This design comes from an exercise in tuning for small area and a short achievable clock period on the open sky130 flow, not from production work. For this run, only the layout was checked, not whether the RTL still works. No activity file was given, so power comes from the tool's default toggle rates.

==> design/flow/design.v <==
module cor_acc (
    input  wire        clk,
    input  wire        clear,      
    input  wire        en,         
    input  wire signed [11:0] add,
    output reg  signed [23:0] acc,
    output wire signed [31:0] sum,
    output wire        sat         
);
    wire signed [24:0] full = {acc[23], acc} + {{13{add[11]}}, add};
    wire signed [23:0] sum24;
    assign sat   = (full[24] != full[23]);
    assign sum24 = !sat ? full[23:0] : (full[24] ? 24'sh80_0000 : 24'sh7f_ffff);
    assign sum   = {{8{sum24[23]}}, sum24};
    always @(posedge clk) begin
        if (clear)
            acc <= 24'sd0;
        else if (en)
            acc <= sum24;
    end
endmodule
module cor_codegen (
    input  wire        clk,
    input  wire        restart,      
    input  wire        adv,          
    input  wire        epoch,        
    input  wire [1:0]  kind,
    input  wire [26:0] g1_taps,
    input  wire [26:0] g1_init,
    input  wire [26:0] g2_taps,
    input  wire [26:0] g2_init,
    input  wire [15:0] g1_rst,
    input  wire [15:0] g2_rst,
    input  wire [10:0] slen,
    input  wire [31:0] sdat,
    input  wire [10:0] sidx_init,
    output wire        chip,         
    output wire        off,          
    output reg  [10:0] sidx          
);
    reg [26:0] g1, g2;
    reg [15:0] c1, c2;
    reg [4:0] d1, d2;
    integer k;
    always @(*) begin
        d1 = 5'd0;
        d2 = 5'd0;
        for (k = 0; k < 27; k = k + 1) begin
            if (g1_taps[k]) d1 = k[4:0];
            if (g2_taps[k]) d2 = k[4:0];
        end
    end
    wire out1 = (g1_taps != 27'd0) ? g1[d1] : 1'b0;
    wire out2 = (g2_taps != 27'd0) ? g2[d2] : 1'b0;
    wire sec  = (slen >= 11'd2) ? sdat[sidx[4:0]] : 1'b0;
    assign off  = (kind != 2'd1);
    assign chip = out1 ^ out2 ^ sec;
    wire fb1 = ^(g1 & g1_taps);
    wire fb2 = ^(g2 & g2_taps);
    wire [10:0] sidx_inc  = sidx + 11'd1;
    wire [10:0] sidx_next = (slen < 11'd2 || sidx_inc == slen) ? 11'd0 : sidx_inc;
    always @(posedge clk) begin
        if (restart) begin
            g1   <= g1_init;
            g2   <= g2_init;
            c1   <= 16'd0;
            c2   <= 16'd0;
            sidx <= sidx_init;
        end else if (adv) begin
            if (epoch) begin
                g1   <= g1_init;
                g2   <= g2_init;
                c1   <= 16'd0;
                c2   <= 16'd0;
                sidx <= sidx_next;
            end else begin
                if (g1_rst != 16'd0 && c1 + 16'd1 == g1_rst) begin
                    g1 <= g1_init;
                    c1 <= 16'd0;
                end else begin
                    g1 <= {g1[25:0], fb1};
                    c1 <= c1 + 16'd1;
                end
                if (g2_rst != 16'd0 && c2 + 16'd1 == g2_rst) begin
                    g2 <= g2_init;
                    c2 <= 16'd0;
                end else begin
                    g2 <= {g2[25:0], fb2};
                    c2 <= c2 + 16'd1;
                end
            end
        end
    end
endmodule
module cor_replica (
    input  wire        chip,       
    input  wire        off,        
    input  wire [31:0] frac,       
    input  wire [2:0]  sub,        
    input  wire [4:0]  subk,       
    input  wire signed [11:0] yi,
    input  wire signed [11:0] yq,
    output wire signed [11:0] pi,
    output wire signed [11:0] pq
);
    wire [37:0] prod = frac * {subk, 1'b0};
    wire [5:0]  q    = prod[37:32];
    wire [5:0]  qm1  = q - 6'd1;
    reg s;
    always @(*) begin
        case (sub)
            3'd1:    s = q[1];                               
            3'd2:    s = (q == 6'd0) ? 1'b1 : qm1[1];        
            default: s = 1'b0;
        endcase
    end
    wire neg = chip ^ s;
    assign pi = off ? 12'sd0 : (neg ? -yi : yi);
    assign pq = off ? 12'sd0 : (neg ? -yq : yq);
endmodule
module cor_slot (
    input  wire         clk,
    input  wire         rst,           
    input  wire         cfg_we,
    input  wire [4:0]   cfg_addr,
    input  wire [31:0]  cfg_wdata,
    input  wire         start,
    input  wire         s_valid,
    input  wire [3:0]   s_i,
    input  wire [3:0]   s_q,
    input  wire         s_flag,
    output reg          dump_valid,
    output reg  [15:0]  dump_seq,
    output reg          dump_sat,
    output reg  [31:0]  dump_nflag,
    output reg  [31:0]  dump_nsamp,
    output reg  [47:0]  dump_carr,
    output reg  [10:0]  dump_sidx,
    output reg  [223:0] dump_tap_i,    
    output reg  [223:0] dump_tap_q
);
    reg [6:0]  r_ndump;
    reg [31:0] r_carr_rate, r_carr_frac, r_code_rate, r_code_frac;
    reg [15:0] r_carr_int, r_seq;
    reg [10:0] r_sidx_a, r_sidx_b;
    reg [5:0]  r_sp1, r_sp2;
    reg [7:0]  r_nzoff;
    reg [1:0]  r_kind_a, r_kind_b;
    reg [2:0]  r_sub_a, r_sub_b;
    reg [4:0]  r_subk_a, r_subk_b;
    reg [23:0] r_len;
    reg [26:0] r_a_g1t, r_a_g1i, r_a_g2t, r_a_g2i;
    reg [26:0] r_b_g1t, r_b_g1i, r_b_g2t, r_b_g2i;
    reg [15:0] r_a_g1r, r_a_g2r, r_b_g1r, r_b_g2r;
    reg [10:0] r_slen_a, r_slen_b;
    reg [31:0] r_sdat_a, r_sdat_b;
    always @(posedge clk) begin
        if (cfg_we) begin
            case (cfg_addr)
                5'd0:  r_ndump <= cfg_wdata[30:24];
                5'd1:  r_carr_rate <= cfg_wdata;
                5'd2:  r_carr_frac <= cfg_wdata;
                5'd3:  begin r_carr_int <= cfg_wdata[15:0]; r_seq <= cfg_wdata[31:16]; end
                5'd4:  r_code_rate <= cfg_wdata;
                5'd5:  r_code_frac <= cfg_wdata;
                5'd6:  begin r_sidx_a <= cfg_wdata[10:0]; r_sidx_b <= cfg_wdata[26:16]; end
                5'd7:  begin r_sp1 <= cfg_wdata[5:0]; r_sp2 <= cfg_wdata[13:8]; r_nzoff <= cfg_wdata[23:16]; end
                5'd8:  begin r_kind_a <= cfg_wdata[1:0]; r_sub_a <= cfg_wdata[4:2]; r_subk_a <= cfg_wdata[9:5]; end
                5'd9:  r_len <= cfg_wdata[23:0];
                5'd10: r_a_g1t <= cfg_wdata[26:0];
                5'd11: r_a_g1i <= cfg_wdata[26:0];
                5'd12: r_a_g2t <= cfg_wdata[26:0];
                5'd13: r_a_g2i <= cfg_wdata[26:0];
                5'd14: begin r_a_g1r <= cfg_wdata[15:0]; r_a_g2r <= cfg_wdata[31:16]; end
                5'd15: begin r_kind_b <= cfg_wdata[1:0]; r_sub_b <= cfg_wdata[4:2]; r_subk_b <= cfg_wdata[9:5]; end
                5'd16: r_b_g1t <= cfg_wdata[26:0];
                5'd17: r_b_g1i <= cfg_wdata[26:0];
                5'd18: r_b_g2t <= cfg_wdata[26:0];
                5'd19: r_b_g2i <= cfg_wdata[26:0];
                5'd20: begin r_b_g1r <= cfg_wdata[15:0]; r_b_g2r <= cfg_wdata[31:16]; end
                5'd21: r_slen_a <= cfg_wdata[10:0];
                5'd22: r_sdat_a <= cfg_wdata;
                5'd23: r_slen_b <= cfg_wdata[10:0];
                5'd24: r_sdat_b <= cfg_wdata;
                default: ;
            endcase
        end
    end
    reg         running;       
    reg         acc_on;        
    reg [31:0]  carr_rate, code_rate;    
    reg [47:0]  theta;         
    reg [31:0]  code_frac;     
    reg [23:0]  pchip;         
    reg [23:0]  gchip;         
    reg [6:0]   dump_cnt;
    reg [15:0]  seq;
    reg         sat_any;
    reg [31:0]  nflag, nsamp;
    reg [258:0] hist_a;        
    reg [3:0]   hist_b;        
    wire take = running && s_valid && !start;
    wire [32:0] code_sum = {1'b0, code_frac} + {1'b0, code_rate};
    wire        adv      = take && code_sum[32];
    wire        pepoch   = adv && (pchip == r_len - 24'd1);
    wire        gepoch   = (gchip == r_len - 24'd1);
    wire        dump     = pepoch && acc_on && (dump_cnt + 7'd1 == r_ndump);
    wire        acc_en   = take && acc_on;
    wire [47:0] theta_next = theta + {{16{carr_rate[31]}}, carr_rate};
    wire signed [4:0] xi_mag = {1'b0, s_i[2:0], 1'b1};
    wire signed [4:0] xq_mag = {1'b0, s_q[2:0], 1'b1};
    wire signed [4:0] xi = s_flag ? 5'sd0 : (s_i[3] ? -xi_mag : xi_mag);
    wire signed [4:0] xq = s_flag ? 5'sd0 : (s_q[3] ? -xq_mag : xq_mag);
    reg signed [5:0] cw, sw;
    always @(*) begin
        case (theta[31:26])
            6'd0:  begin cw =  6'sd31; sw =  6'sd2;  end
            6'd1:  begin cw =  6'sd31; sw =  6'sd5;  end
            6'd2:  begin cw =  6'sd30; sw =  6'sd8;  end
            6'd3:  begin cw =  6'sd29; sw =  6'sd10; end
            6'd4:  begin cw =  6'sd28; sw =  6'sd13; end
            6'd5:  begin cw =  6'sd27; sw =  6'sd16; end
            6'd6:  begin cw =  6'sd25; sw =  6'sd18; end
            6'd7:  begin cw =  6'sd23; sw =  6'sd21; end
            6'd8:  begin cw =  6'sd21; sw =  6'sd23; end
            6'd9:  begin cw =  6'sd18; sw =  6'sd25; end
            6'd10: begin cw =  6'sd16; sw =  6'sd27; end
            6'd11: begin cw =  6'sd13; sw =  6'sd28; end
            6'd12: begin cw =  6'sd10; sw =  6'sd29; end
            6'd13: begin cw =  6'sd8;  sw =  6'sd30; end
            6'd14: begin cw =  6'sd5;  sw =  6'sd31; end
            6'd15: begin cw =  6'sd2;  sw =  6'sd31; end
            6'd16: begin cw = -6'sd2;  sw =  6'sd31; end
            6'd17: begin cw = -6'sd5;  sw =  6'sd31; end
            6'd18: begin cw = -6'sd8;  sw =  6'sd30; end
            6'd19: begin cw = -6'sd10; sw =  6'sd29; end
            6'd20: begin cw = -6'sd13; sw =  6'sd28; end
            6'd21: begin cw = -6'sd16; sw =  6'sd27; end
            6'd22: begin cw = -6'sd18; sw =  6'sd25; end
            6'd23: begin cw = -6'sd21; sw =  6'sd23; end
            6'd24: begin cw = -6'sd23; sw =  6'sd21; end
            6'd25: begin cw = -6'sd25; sw =  6'sd18; end
            6'd26: begin cw = -6'sd27; sw =  6'sd16; end
            6'd27: begin cw = -6'sd28; sw =  6'sd13; end
            6'd28: begin cw = -6'sd29; sw =  6'sd10; end
            6'd29: begin cw = -6'sd30; sw =  6'sd8;  end
            6'd30: begin cw = -6'sd31; sw =  6'sd5;  end
            6'd31: begin cw = -6'sd31; sw =  6'sd2;  end
            6'd32: begin cw = -6'sd31; sw = -6'sd2;  end
            6'd33: begin cw = -6'sd31; sw = -6'sd5;  end
            6'd34: begin cw = -6'sd30; sw = -6'sd8;  end
            6'd35: begin cw = -6'sd29; sw = -6'sd10; end
            6'd36: begin cw = -6'sd28; sw = -6'sd13; end
            6'd37: begin cw = -6'sd27; sw = -6'sd16; end
            6'd38: begin cw = -6'sd25; sw = -6'sd18; end
            6'd39: begin cw = -6'sd23; sw = -6'sd21; end
            6'd40: begin cw = -6'sd21; sw = -6'sd23; end
            6'd41: begin cw = -6'sd18; sw = -6'sd25; end
            6'd42: begin cw = -6'sd16; sw = -6'sd27; end
            6'd43: begin cw = -6'sd13; sw = -6'sd28; end
            6'd44: begin cw = -6'sd10; sw = -6'sd29; end
            6'd45: begin cw = -6'sd8;  sw = -6'sd30; end
            6'd46: begin cw = -6'sd5;  sw = -6'sd31; end
            6'd47: begin cw = -6'sd2;  sw = -6'sd31; end
            6'd48: begin cw =  6'sd2;  sw = -6'sd31; end
            6'd49: begin cw =  6'sd5;  sw = -6'sd31; end
            6'd50: begin cw =  6'sd8;  sw = -6'sd30; end
            6'd51: begin cw =  6'sd10; sw = -6'sd29; end
            6'd52: begin cw =  6'sd13; sw = -6'sd28; end
            6'd53: begin cw =  6'sd16; sw = -6'sd27; end
            6'd54: begin cw =  6'sd18; sw = -6'sd25; end
            6'd55: begin cw =  6'sd21; sw = -6'sd23; end
            6'd56: begin cw =  6'sd23; sw = -6'sd21; end
            6'd57: begin cw =  6'sd25; sw = -6'sd18; end
            6'd58: begin cw =  6'sd27; sw = -6'sd16; end
            6'd59: begin cw =  6'sd28; sw = -6'sd13; end
            6'd60: begin cw =  6'sd29; sw = -6'sd10; end
            6'd61: begin cw =  6'sd30; sw = -6'sd8;  end
            6'd62: begin cw =  6'sd31; sw = -6'sd5;  end
            default: begin cw = 6'sd31; sw = -6'sd2; end
        endcase
    end
    wire signed [11:0] yi = xi * cw + xq * sw;
    wire signed [11:0] yq = xq * cw - xi * sw;
    wire        chip_a, off_a, chip_b, off_b;
    wire [10:0] sidx_a, sidx_b;
    cor_codegen u_gen_a (
        .clk(clk), .restart(start), .adv(adv), .epoch(gepoch),
        .kind(r_kind_a), .g1_taps(r_a_g1t), .g1_init(r_a_g1i),
        .g2_taps(r_a_g2t), .g2_init(r_a_g2i), .g1_rst(r_a_g1r), .g2_rst(r_a_g2r),
        .slen(r_slen_a), .sdat(r_sdat_a), .sidx_init(r_sidx_a),
        .chip(chip_a), .off(off_a), .sidx(sidx_a)
    );
    cor_codegen u_gen_b (
        .clk(clk), .restart(start), .adv(adv), .epoch(gepoch),
        .kind(r_kind_b), .g1_taps(r_b_g1t), .g1_init(r_b_g1i),
        .g2_taps(r_b_g2t), .g2_init(r_b_g2i), .g1_rst(r_b_g1r), .g2_rst(r_b_g2r),
        .slen(r_slen_b), .sdat(r_sdat_b), .sidx_init(r_sidx_b),
        .chip(chip_b), .off(off_b), .sidx(sidx_b)
    );
    wire [259:0] chips_a = {hist_a, chip_a};
    wire [4:0]   chips_b = {hist_b, chip_b};
    wire [34:0] ph_ve = {3'b000, code_frac} + {1'b0, r_sp2, 28'd0};
    wire [34:0] ph_e  = {3'b000, code_frac} + {1'b0, r_sp1, 28'd0};
    wire [34:0] ph_l  = {3'b000, code_frac} - {1'b0, r_sp1, 28'd0};
    wire [34:0] ph_vl = {3'b000, code_frac} - {1'b0, r_sp2, 28'd0};
    wire [3:0] j_ve = 4'd4 - {1'b0, ph_ve[34:32]};
    wire [3:0] j_e  = 4'd4 - {1'b0, ph_e[34:32]};
    wire [3:0] j_l  = 4'd4 - {ph_l[34],  ph_l[34:32]};
    wire [3:0] j_vl = 4'd4 - {ph_vl[34], ph_vl[34:32]};
    wire [8:0] j_nz = 9'd4 + ((r_nzoff == 8'd0) ? 9'd128 : {1'b0, r_nzoff});
    wire [6:0] tap_chip;
    assign tap_chip[0] = chips_a[{5'd0, j_ve}];
    assign tap_chip[1] = chips_a[{5'd0, j_e}];
    assign tap_chip[2] = chips_a[4];
    assign tap_chip[3] = chips_a[{5'd0, j_l}];
    assign tap_chip[4] = chips_a[{5'd0, j_vl}];
    assign tap_chip[5] = chips_b[4];
    assign tap_chip[6] = chips_a[j_nz];
    wire [31:0] tap_frac [0:6];
    assign tap_frac[0] = ph_ve[31:0];
    assign tap_frac[1] = ph_e[31:0];
    assign tap_frac[2] = code_frac;
    assign tap_frac[3] = ph_l[31:0];
    assign tap_frac[4] = ph_vl[31:0];
    assign tap_frac[5] = code_frac;
    assign tap_frac[6] = code_frac;
    wire [223:0] sum_i, sum_q;
    wire [13:0]  sat_now;
    genvar t;
    generate
        for (t = 0; t < 7; t = t + 1) begin : g_tap
            wire signed [11:0] pi, pq;
            wire signed [23:0] acc_i, acc_q;
            cor_replica u_rep (
                .chip(tap_chip[t]),
                .off(t == 5 ? off_b : off_a),
                .frac(tap_frac[t]),
                .sub(t == 5 ? r_sub_b : r_sub_a),
                .subk(t == 5 ? r_subk_b : r_subk_a),
                .yi(yi), .yq(yq), .pi(pi), .pq(pq)
            );
            cor_acc u_acc_i (
                .clk(clk), .clear(start || dump), .en(acc_en), .add(pi),
                .acc(acc_i), .sum(sum_i[32*t +: 32]), .sat(sat_now[2*t])
            );
            cor_acc u_acc_q (
                .clk(clk), .clear(start || dump), .en(acc_en), .add(pq),
                .acc(acc_q), .sum(sum_q[32*t +: 32]), .sat(sat_now[2*t+1])
            );
        end
    endgenerate
    wire        sat_rec   = sat_any || (acc_en && (sat_now != 14'd0));
    wire [31:0] nflag_rec = (s_flag && nflag != 32'hffff_ffff) ? nflag + 32'd1 : nflag;
    wire [31:0] nsamp_rec = nsamp + 32'd1;
    always @(posedge clk) begin
        if (rst) begin
            running    <= 1'b0;
            acc_on     <= 1'b0;
            dump_valid <= 1'b0;
        end else begin
            dump_valid <= 1'b0;
            if (start) begin
                running   <= 1'b1;
                acc_on    <= 1'b0;
                carr_rate <= r_carr_rate;
                code_rate <= r_code_rate;
                theta     <= {r_carr_int, r_carr_frac};
                code_frac <= r_code_frac;
                pchip     <= r_len - 24'd4;
                gchip     <= 24'd0;
                dump_cnt  <= 7'd0;
                seq       <= r_seq;
                sat_any   <= 1'b0;
                nflag     <= 32'd0;
                nsamp     <= 32'd0;
                hist_a    <= 259'd0;
                hist_b    <= 4'd0;
            end else if (take) begin
                theta     <= theta_next;
                code_frac <= code_sum[31:0];
                if (acc_en) begin
                    sat_any <= sat_rec;
                    nflag   <= nflag_rec;
                    nsamp   <= nsamp_rec;
                end
                if (adv) begin
                    pchip  <= pepoch ? 24'd0 : pchip + 24'd1;
                    gchip  <= gepoch ? 24'd0 : gchip + 24'd1;
                    hist_a <= {hist_a[257:0], chip_a};
                    hist_b <= {hist_b[2:0], chip_b};
                end
                if (pepoch) begin
                    carr_rate <= r_carr_rate;
                    code_rate <= r_code_rate;
                    if (!acc_on) begin
                        acc_on   <= 1'b1;
                        dump_cnt <= 7'd0;
                    end else if (dump) begin
                        dump_cnt <= 7'd0;
                    end else begin
                        dump_cnt <= dump_cnt + 7'd1;
                    end
                end
                if (dump) begin
                    seq        <= seq + 16'd1;
                    sat_any    <= 1'b0;
                    nflag      <= 32'd0;
                    nsamp      <= 32'd0;
                    dump_valid <= 1'b1;
                    dump_seq   <= seq + 16'd1;
                    dump_sat   <= sat_rec;
                    dump_nflag <= nflag_rec;
                    dump_nsamp <= nsamp_rec;
                    dump_carr  <= theta_next;
                    dump_sidx  <= sidx_a;
                    dump_tap_i <= sum_i;
                    dump_tap_q <= sum_q;
                end
            end
        end
    end
endmodule
==> design/flow/run.sh <==
#!/bin/bash
# synth_recipe.tcl (not shown) runs the flow's synth.tcl, then flattens the netlist and writes it again
# the make line also repeats each setting of config.mk as NAME=value (left out here)
make -C /OpenROAD-flow-scripts/flow DESIGN_CONFIG=/design/flow/config.mk WORK_HOME=/design/flow/orfs CLKGATE_MAP_FILE= SYNTH_SCRIPT=/design/flow/synth_recipe.tcl finish
==> design/flow/config.mk <==
export PLATFORM = sky130hd
export DESIGN_NAME = cor_slot
export DESIGN_NICKNAME = cor_slot
export VERILOG_FILES = /design/flow/design.v
export SDC_FILE = /design/flow/constraint.sdc
export NUM_CORES = 4
export LEC_CHECK = 0
export CAP_MARGIN = 20
export CORE_MARGIN = 2
export CORE_UTILIZATION = 40
export PLACE_DENSITY = 0.6
export SLEW_MARGIN = 20
==> design/flow/constraint.sdc <==
create_clock -name core_clock -period 12.0 [get_ports {clk}]
set_input_delay 2.4000 -clock core_clock [delete_from_list [all_inputs] [get_ports {clk}]]
set_output_delay 2.4000 -clock core_clock [all_outputs]
set_load 0.01 [all_outputs]
==> run summary <==
Initial cell density of the core: 40.1%
Final hold vios: 0
Peak supply drop: 0.688 mV
Clock sinks: 2,183
Pleak: 0.0593 uW
Root buffer cell: clkbuf_16
Most frequent CP cell: buf_4
WP data arrival: 12,100 ps
Largest stage delay on the critical path: 660 ps
Critical path type: in2reg
Crit-path max FO: 17
Reg-to-reg endpoint: sat_any$_SDFFCE_PN0P_
# Max-Cap Violations: 0
Layout Nets: 14,116
CP top delay family: adder cells
Netlist cell types: 93
Setup violators final: 0
Mapped Cells: 12,065
Worst-Skew Late Latency: 970 ps
Slowest stage cell on the critical path: clkdlybuf4s50_1
Drt wl/cell: 21.7 um
Global-route wire length before repair: 577,000 um
Critical path depth: 43
Syn_area_per_cell: 10.7 um^2
Htree depth: 4
Synth async-reset ratio: 0%
Reg2Reg Depth: 31
DR vias: 95,526
Register area share after synthesis: 47.4%
Slew Limit Fails: 0
# Post-CTS Setup Buffers: 0
Clk buf depth: 4
First drt pass iteration count: 7
IO Pins: 640
Largest net degree at the start of global routing: 188
F_max: 88.0 MHz
Synth Flop Type: edfxtp_1
Fin Clk Skew: 97.1 ps
Num CTS Buffers: 238
Crit path buffers/inverters: 12
DP Wirelength: 268,000 um
Worst-Margin Slew: 1190 ps
Via/cell ratio: 5.41
Final Cycle Share: 94.7%
Grt ovf: 0
DR DRC count: 0
Worst R2R Start: r_subk_a[2]$_DFFE_PP_
GP Congestion: 0.928
Crit end category: register
Mapped Nets: 13,053
Row Count: 209
Total power: 49,300 uW
Synthesized flop and latch total: 2,183
EDFF count, synth: 1,768
RSZ-0062 raised after global routing: false
Power per Cell Area: 322 mW/mm^2
Post-route ant nets: 0
Ratio of cells with drive above 1 in the final layout: 12.4%
CTS tree: done
Core area: 0.323 mm^2
Commonest cells after routing, fill and taps aside: edfxtp_1, nand2_1, nor2_1
Min Hold Slack: 404 ps
Period minus WS final: 11,360 ps
Reg2reg setup slack: 1000 ps
CP Capture Point: g_tap[3].u_acc_q.acc[4]$_SDFFE_PN0P_
Clock-pin slew on the worst setup and hold paths: 60 ps
Run status: finished clean
Total global-route track usage: 22.6%
Input/output buffers: 639
Rel. slew slack: 20.8%
Die Wd: 573 um
Total Die Area: 0.329 mm^2
Critical Path Start: s_q[3]
Area Growth Syn to Fin: 18.1%
Vias in the first global route: 92,071
Worst Hold Class: reg2reg
Critical Path RT: 12,730 ps
Mapped Area: 0.130 mm^2
Yosys warning count: 4
Worst setup SP type: input pin
WL final: 383,000 um
1st-iter DRT viols: 8,624
Chip height: 573 um
Initial antenna violation count: 35
Commonest non-fill, non-tap cell in the layout: edfxtp_1
# fillers: 29,803
[metal layers]
layer | vias to the layer above | routed length (um) | GRT usage (%)
li1 | 45253 | - | -
met1 | 46642 | 170000 | 31.6
met2 | 3064 | 176000 | 36.6
met3 | 559 | 23400 | 2.73
met4 | 8 | 12700 | 7.19
met5 | - | 46 | 0
[metrics by stage]
stage / setup slack [ps] / setup TNS (ps) / instance area [um^2] / std cells / util [%]
final: 637 / 0 / 153000 / 17664 / 47.3
after global routing: 2.41 / 0 / 153000 / 17654 / 47.3
after CTS: 438 / 0 / 153000 / 17650 / 47.3
after detailed placement: -500 / -21580 / 145000 / 17213 / 44.9
after global placement: -416 / -13980 / 145000 / 17211 / 44.9
after floorplan: 27.4 / 0 / 130000 / 12065 / -
[Yosys cell counts, types with 208 or more instances]
library cell / count / share of area [%]
a21o_1: 208 / 1.2
a21oi_1: 712 / 2.7
clkbuf_1: 459 / 1.3
dfxtp_1: 415 / 6.4
edfxtp_1: 1768 / 41
fa_1: 336 / 5.2
ha_1: 601 / 5.8
inv_1: 497 / 1.4
mux2i_1: 236 / 1.8
nand2_1: 1148 / 3.3
nand3_1: 209 / 0.81
nor2_1: 1079 / 3.1
nor2b_1: 413 / 2.0
nor3_1: 413 / 1.6
o21ai_0: 432 / 1.7
xnor2_1: 630 / 4.3
xor2_1: 360 / 2.4
[how the worst min path moves through the flow]
stage / start / endpoint / cells past startpoint
floorplan: r_carr_rate[0]$_DFFE_PP_ / carr_rate[0]$_DFFE_PP_ / 0
global placement: r_code_rate[6]$_DFFE_PP_ / code_rate[6]$_DFFE_PP_ / 0
detailed placement: r_carr_rate[10]$_DFFE_PP_ / carr_rate[10]$_DFFE_PP_ / 0
CTS: r_code_rate[20]$_DFFE_PP_ / code_rate[20]$_DFFE_PP_ / 0
global route: r_code_rate[20]$_DFFE_PP_ / code_rate[20]$_DFFE_PP_ / 0
finish: r_code_rate[20]$_DFFE_PP_ / code_rate[20]$_DFFE_PP_ / 0
[flip-flops by register name, indices dropped and copies added, names as in the netlist, 48 cells and up]
| signal | flops |
|---|---|
| theta | 48 |
| dump_tap_i | 168 |
| g_tap.u_acc_i.acc | 168 |
| dump_carr | 48 |
| hist_a | 259 |
| g_tap.u_acc_q.acc | 168 |
| dump_tap_q | 168 |
[repair_timing]
action	in CTS	in global routing
endpoints found under the setup margin	0	23
endpoints found under the hold margin	0	0
gates resized for setup	0	4
hold buffers	0	0
[power breakdown]
part / switching [uW] / internal [uW] / leakage [uW]
Clock: 3210 / 4290 / 0.00382
Combinational: 18800 / 13200 / 0.0359
Sequential: 134 / 9620 / 0.0197
Total: 22200 / 27100 / 0.0593
[layout make-up]
type                            instances  area (um^2)  share of cell area (%)
Timing Repair Buffer                 1453        12700                    8.28
Multi-Input combinational cell       8754        63800                    41.7
Sequential cell                      2183        61400                    40.1
Clock buffer                          283         6210                    4.05
Inverter                              498         1880                    1.22
Antenna cell                           14         35.0                  0.0229
Clock inverter                        154         1710                    1.12
Tap cell                             4325         5410                    3.53
[logic make-up after synthesis]
kind of cell / count (synthesis) / synth area share (%)
flip-flops: 2183 / 47.4
adder cells (fa/ha/maj): 998 / 11.5
AND/OR/NAND/NOR: 4142 / 15.2
AO/OA/AOI/OAI: 2087 / 10.1
buffers and inverters: 1128 / 3.64
XOR/XNOR: 990 / 6.69
multiplexers: 537 / 5.48

[separate check: timing with driven ports]
In the flow no input, the clock included, has a driving cell. The finished layout below was timed again as built, in two steps.
Step 1 sets driving cells, clkbuf_16 on the clock port and buf_2 on the other inputs (assumed; they add their load-dependent delay and slew).
Step 2 times the ports against the registers' clock, not the clock port: input delays grow and output delays shrink by t, the midpoint of the rising clock arrivals with the driver on.
a / b / c = ideal ports / drivers / drivers and shift; a / b = the first two.
t (ns): 1.028
slack for setup (ns): 0.637 / 0.723 / -0.306
slew at the worst register clock pin (ns): 0.07 / 0.07
Met with ideal ports but missed after step 2: setup timing in this run. For this run, drivers alone change the setup slack by +0.086 ns; drivers and shift together by -0.943 ns.
